Source: an optimization exercise on an open RTL-to-GDS flow (aim: small area and a short achievable clock period). Production flows keep margins and buffers that such runs may drop.
The RTL was checked by simulation tests, not by an equivalence proof against the original design.
Power is estimated from default activity; no workload was simulated.

== JK ==
// sett_blkchk
module sett_blkchk (
    input  wire         clk,
    input  wire         rst,           
    input  wire         in_valid,
    input  wire         in_write,      
    input  wire [2:0]   in_idx,
    input  wire [73:0]  in_wword,
    input  wire [591:0] in_block,      
    input  wire [7:0]   in_rowchk,
    input  wire [73:0]  in_colchk,
    output reg          out_valid,
    output reg  [73:0]  out_word,      
    output reg  [591:0] out_block,     
    output reg  [7:0]   out_rowchk,    
    output reg  [73:0]  out_colchk,
    output reg          out_corr,      
    output reg          out_chkfix,    
    output reg          out_uncorr,    
    output reg  [2:0]   out_err_word,  
    output reg  [6:0]   out_err_bit    
);
==> module sett_blkchk, before the edit <==
module sett_blkchk (
    input  wire         clk,
    input  wire         rst,           
    input  wire         in_valid,
    input  wire         in_write,      
    input  wire [2:0]   in_idx,
    input  wire [73:0]  in_wword,
    input  wire [591:0] in_block,      
    input  wire [7:0]   in_rowchk,
    input  wire [73:0]  in_colchk,
    output reg          out_valid,
    output reg  [73:0]  out_word,      
    output reg  [591:0] out_block,     
    output reg  [7:0]   out_rowchk,    
    output reg  [73:0]  out_colchk,
    output reg          out_corr,      
    output reg          out_chkfix,    
    output reg          out_uncorr,    
    output reg  [2:0]   out_err_word,  
    output reg  [6:0]   out_err_bit    
);
    localparam W  = 74;    
    localparam NW = 8;     
    localparam POISON = 73;
    integer i, c, k;
    localparam TW = 25;     
    reg [7:0]  p_row_a;     
    reg [7:0]  p_row_b;     
    reg [7:0]  p_row_c;     
    reg [73:0] p_col;       
    always @* begin
        for (i = 0; i < NW; i = i + 1) begin
            p_row_a[i] = ^in_block[W*i +: TW];
            p_row_b[i] = ^in_block[W*i + TW +: TW];
            p_row_c[i] = ^in_block[W*i + 2*TW +: W - 2*TW];
        end
        for (c = 0; c < W; c = c + 1) begin
            p_col[c] = 1'b0;
            for (i = 0; i < NW; i = i + 1)
                p_col[c] = p_col[c] ^ in_block[W*i + c];
        end
    end
    reg          s1_valid;
    reg          s1_write;
    reg  [7:0]   s1_isel;     
    reg  [7:0]   s1_wsel;     
    reg  [73:0]  s1_wword;
    reg  [2:0]   s1_wpar;     
    reg  [591:0] s1_block;
    reg  [7:0]   s1_row_a;
    reg  [7:0]   s1_row_b;
    reg  [7:0]   s1_row_c;
    reg  [7:0]   s1_rowchk;
    reg  [73:0]  col_par;
    reg  [73:0]  col_fail;
    always @(posedge clk) begin
        if (rst)
            s1_valid <= 1'b0;
        else
            s1_valid <= in_valid;
        s1_write <= in_write;
        for (i = 0; i < NW; i = i + 1) begin
            s1_isel[i] <= in_idx == i;
            s1_wsel[i] <= in_write && in_idx == i;
        end
        s1_wword  <= in_wword;
        s1_wpar   <= {^in_wword[W-1:2*TW], ^in_wword[2*TW-1:TW], ^in_wword[TW-1:0]};
        s1_block  <= in_block;
        s1_row_a  <= p_row_a;
        s1_row_b  <= p_row_b;
        s1_row_c  <= p_row_c;
        s1_rowchk <= in_rowchk;
        col_par   <= p_col;
        col_fail  <= p_col ^ in_colchk;
    end
    wire [7:0] row_fail = s1_row_a ^ s1_row_b ^ s1_row_c ^ s1_rowchk;
    reg [2:0] row_hi, row_lo;
    reg [6:0] col_hi, col_lo;
    always @* begin
        for (k = 0; k < 3; k = k + 1) begin
            row_hi[k] = 1'b0;
            row_lo[k] = 1'b0;
            for (i = 0; i < NW; i = i + 1)
                if ((i >> k) & 1) row_hi[k] = row_hi[k] | row_fail[i];
                else              row_lo[k] = row_lo[k] | row_fail[i];
        end
        for (k = 0; k < 7; k = k + 1) begin
            col_hi[k] = 1'b0;
            col_lo[k] = 1'b0;
            for (c = 0; c < W; c = c + 1)
                if ((c >> k) & 1) col_hi[k] = col_hi[k] | col_fail[c];
                else              col_lo[k] = col_lo[k] | col_fail[c];
        end
    end
    wire row_any  = row_hi[0] | row_lo[0];
    wire col_any  = col_hi[0] | col_lo[0];
    wire row_many = |(row_hi & row_lo);
    wire col_many = |(col_hi & col_lo);
    wire row_one  = row_any & ~row_many;
    wire col_one  = col_any & ~col_many;
    wire do_corr   = row_one & col_one;
    wire do_chkfix = (row_one & ~col_any) | (~row_any & col_one);
    wire do_uncorr = row_many | col_many;
    wire [7:0] row_flip = {NW{do_corr}} & row_fail;
    wire [7:0] poison   = {NW{do_uncorr}} & (row_fail | {NW{~row_any}});
    wire [7:0] pz_new   = poison & ~{s1_block[W*7 + POISON], s1_block[W*6 + POISON],
                                     s1_block[W*5 + POISON], s1_block[W*4 + POISON],
                                     s1_block[W*3 + POISON], s1_block[W*2 + POISON],
                                     s1_block[W*1 + POISON], s1_block[W*0 + POISON]};
    reg [7:0]   wsel;       
    reg [591:0] wr_block;   
    reg [7:0]   flip_row;   
    reg [7:0]   pois_row;   
    reg [591:0] new_block;
    always @* begin
        wsel = s1_wsel;
        for (i = 0; i < NW; i = i + 1)
            wr_block[W*i +: W] = wsel[i] ? s1_wword : s1_block[W*i +: W];
        flip_row = row_flip & ~wsel;
        pois_row = poison & ~wsel;
        for (i = 0; i < NW; i = i + 1) begin
            for (c = 0; c < W; c = c + 1)
                new_block[W*i + c] = wr_block[W*i + c] ^ (flip_row[i] & col_fail[c]);
            new_block[W*i + POISON] = new_block[W*i + POISON] | pois_row[i];
        end
    end
    reg [73:0] idx_word;    
    reg        idx_fail;    
    reg [73:0] fix_word;    
    reg [7:0]  new_row;
    reg [73:0] new_col;
    reg        keep;        
    always @* begin
        idx_word = 74'd0;
        for (i = 0; i < NW; i = i + 1)
            idx_word = idx_word | ({W{s1_isel[i]}} & s1_block[W*i +: W]);
        idx_fail = |(s1_isel & row_fail);
        fix_word = (s1_write ? s1_wword : idx_word)
                 ^ ({W{do_corr & idx_fail & ~s1_write}} & col_fail);
        fix_word[POISON] = fix_word[POISON] | (|(s1_isel & poison) & ~s1_write);
        for (i = 0; i < NW; i = i + 1)
            new_row[i] = wsel[i] ? ^s1_wpar
                       : s1_rowchk[i] ^ (row_fail[i] & ~do_corr) ^ pz_new[i];
        keep = ~(s1_write & idx_fail);
        for (c = 0; c < W; c = c + 1)
            new_col[c] = col_par[c] ^ (s1_write & (idx_word[c] ^ s1_wword[c]))
                       ^ (do_corr & keep & col_fail[c]);
        new_col[POISON] = new_col[POISON] ^ (^(pz_new & ~wsel));
    end
    always @(posedge clk) begin
        if (rst)
            out_valid <= 1'b0;
        else
            out_valid <= s1_valid;
        out_word     <= fix_word;
        out_block    <= new_block;
        out_rowchk   <= new_row;
        out_colchk   <= new_col;
        out_corr     <= do_corr;
        out_chkfix   <= do_chkfix;
        out_uncorr   <= do_uncorr;
        out_err_word <= row_hi;
        out_err_bit  <= col_hi;
    end
endmodule
Settings: LEC_CHECK=0, CAP_MARGIN=60, CORE_AREA=2.3 2.72 377.7 377.28, DIE_AREA=0 0 380 380, PLACE_DENSITY=0.72, SLEW_MARGIN=60; clock period 15.0 ns.
standard.sh (not shown) runs the stock make flow with config.mk's settings and CLKGATE_MAP_FILE= SYNTH_SCRIPT=/design/flow/synth_recipe.tcl, a recipe that flattens the netlist after the stock synthesis.
==> flow/flow/run.sh <==
#!/bin/bash
# Own flow: the standard ORFS layout with a few extra make settings:
# - port buffers use a plain buffer instead of the default delay-buffer cell,
# - CTS does not add dummy loads,
# - synthesis buffers are removed at floorplan instead of a timing repair there,
# - the timing repairs after CTS and global routing aim for extra setup slack
#   on the worst endpoints (the SDC is unchanged).
set -euo pipefail
EXTRA="'BUFFER_PORTS_ARGS=-buffer_cell sky130_fd_sc_hd__buf_1' 'CTS_ARGS=-sink_clustering_enable -repair_clock_nets -dont_use_dummy_load -sink_clustering_size 25 -sink_clustering_max_diameter 90' REMOVE_ABC_BUFFERS=1 SETUP_SLACK_MARGIN=10.8 TNS_END_PERCENT=10 'PLACE_PINS_ARGS=-min_distance 1 -min_distance_in_tracks'"
sed "s|\"\${@:-finish}\"|$EXTRA \"\${@:-finish}\"|" standard.sh > own_standard.sh
bash own_standard.sh > own_standard.log 2>&1
Here is what was changed in the inputs of MS compared with JK.
diff --git a/flow/design.v b/flow/design.v
--- a/flow/design.v
+++ b/flow/design.v
@@ -42,13 +42,13 @@
     end
     reg          s1_valid;
     reg          s1_write;
     reg  [7:0]   s1_isel;     
     reg  [7:0]   s1_wsel;     
     reg  [73:0]  s1_wword;
-    reg  [2:0]   s1_wpar;     
+    reg          s1_wpar;     
     reg  [591:0] s1_block;
     reg  [7:0]   s1_row_a;
     reg  [7:0]   s1_row_b;
     reg  [7:0]   s1_row_c;
     reg  [7:0]   s1_rowchk;
     reg  [73:0]  col_par;
@@ -61,13 +61,13 @@
         s1_write <= in_write;
         for (i = 0; i < NW; i = i + 1) begin
             s1_isel[i] <= in_idx == i;
             s1_wsel[i] <= in_write && in_idx == i;
         end
         s1_wword  <= in_wword;
-        s1_wpar   <= {^in_wword[W-1:2*TW], ^in_wword[2*TW-1:TW], ^in_wword[TW-1:0]};
+        s1_wpar   <= ^in_wword;
         s1_block  <= in_block;
         s1_row_a  <= p_row_a;
         s1_row_b  <= p_row_b;
         s1_row_c  <= p_row_c;
         s1_rowchk <= in_rowchk;
         col_par   <= p_col;
@@ -136,13 +136,13 @@
             idx_word = idx_word | ({W{s1_isel[i]}} & s1_block[W*i +: W]);
         idx_fail = |(s1_isel & row_fail);
         fix_word = (s1_write ? s1_wword : idx_word)
                  ^ ({W{do_corr & idx_fail & ~s1_write}} & col_fail);
         fix_word[POISON] = fix_word[POISON] | (|(s1_isel & poison) & ~s1_write);
         for (i = 0; i < NW; i = i + 1)
-            new_row[i] = wsel[i] ? ^s1_wpar
+            new_row[i] = wsel[i] ? s1_wpar
                        : s1_rowchk[i] ^ (row_fail[i] & ~do_corr) ^ pz_new[i];
         keep = ~(s1_write & idx_fail);
         for (c = 0; c < W; c = c + 1)
             new_col[c] = col_par[c] ^ (s1_write & (idx_word[c] ^ s1_wword[c]))
                        ^ (do_corr & keep & col_fail[c]);
         new_col[POISON] = new_col[POISON] ^ (^(pz_new & ~wsel));
### Flow results
MS: full flow OK, the timing, DRC and antenna checks passed
JK has completed all stages; timing, DRC and antenna checks passed.
Comparing the two runs side by side, MS comes out ahead of JK on maximum achievable frequency.
Final critical delay including setup and external delays in MS vs JK: down 100 ps
Compared to JK, MS has share of power burned in combinational logic 1.2 points lower.
JK → MS: endpoint required time on the critical path rose 50 ps; aggregate global routing overflow neither gained nor lost much; register-to-register slack now sits higher; arrival time of data at the critical path endpoint went down by 60 ps; worst slack at placement increased 130 ps.
Measured against each other, JK and MS differ in simple-gate area share of the yosys netlist, the higher figure coming from MS.
Sum of internal, switching and leakage power (MS over JK): decrease, about 0.36%
JK ended up with in_block[466] as its critical path launch point; MS ended up with in_wword[42].
MS against JK: count of different cell masters after synthesis went down; number of antenna violations at the first check in global routing went down.
Of JK and MS, MS shows the lower count of clock-buffer cells in the layout, with JK above it.

## afterwards: timing with drivers on the ports
In the flow no input, the clock included, has a driving cell. The finished layouts below were timed again as built, in two steps. Step 1 (the two cells are an assumption about what drives the block):
set clk [get_ports {clk}]
set_driving_cell -lib_cell sky130_fd_sc_hd__clkbuf_16 $clk
set_driving_cell -lib_cell sky130_fd_sc_hd__buf_2 [delete_from_list [all_inputs] $clk]
Step 2 times the ports against the registers' clock, not the clock port: input delays grow and output delays shrink by t, the midpoint of the rising clock arrivals with the driver on. a / b / c = ideal / step 1 / step 2; a / b = the first two.
run | t (ns) | setup slack, ns | worst hold slack (ns) | worst setup path at the end | cell pins on the clock port's net
JK | 0.785 | 10.583 / 10.589 / 9.856 | 0.448 / 0.448 / 0.448 | input to register | 1
MS | 0.788 | 10.684 / 10.614 / 9.931 | 0.467 / 0.467 / 0.467 | input to register | 1
After both steps setup and hold are still met in every run listed. For MS, which loses most, drivers alone change the setup slack by -0.070 ns; drivers and shift together by -0.753 ns.
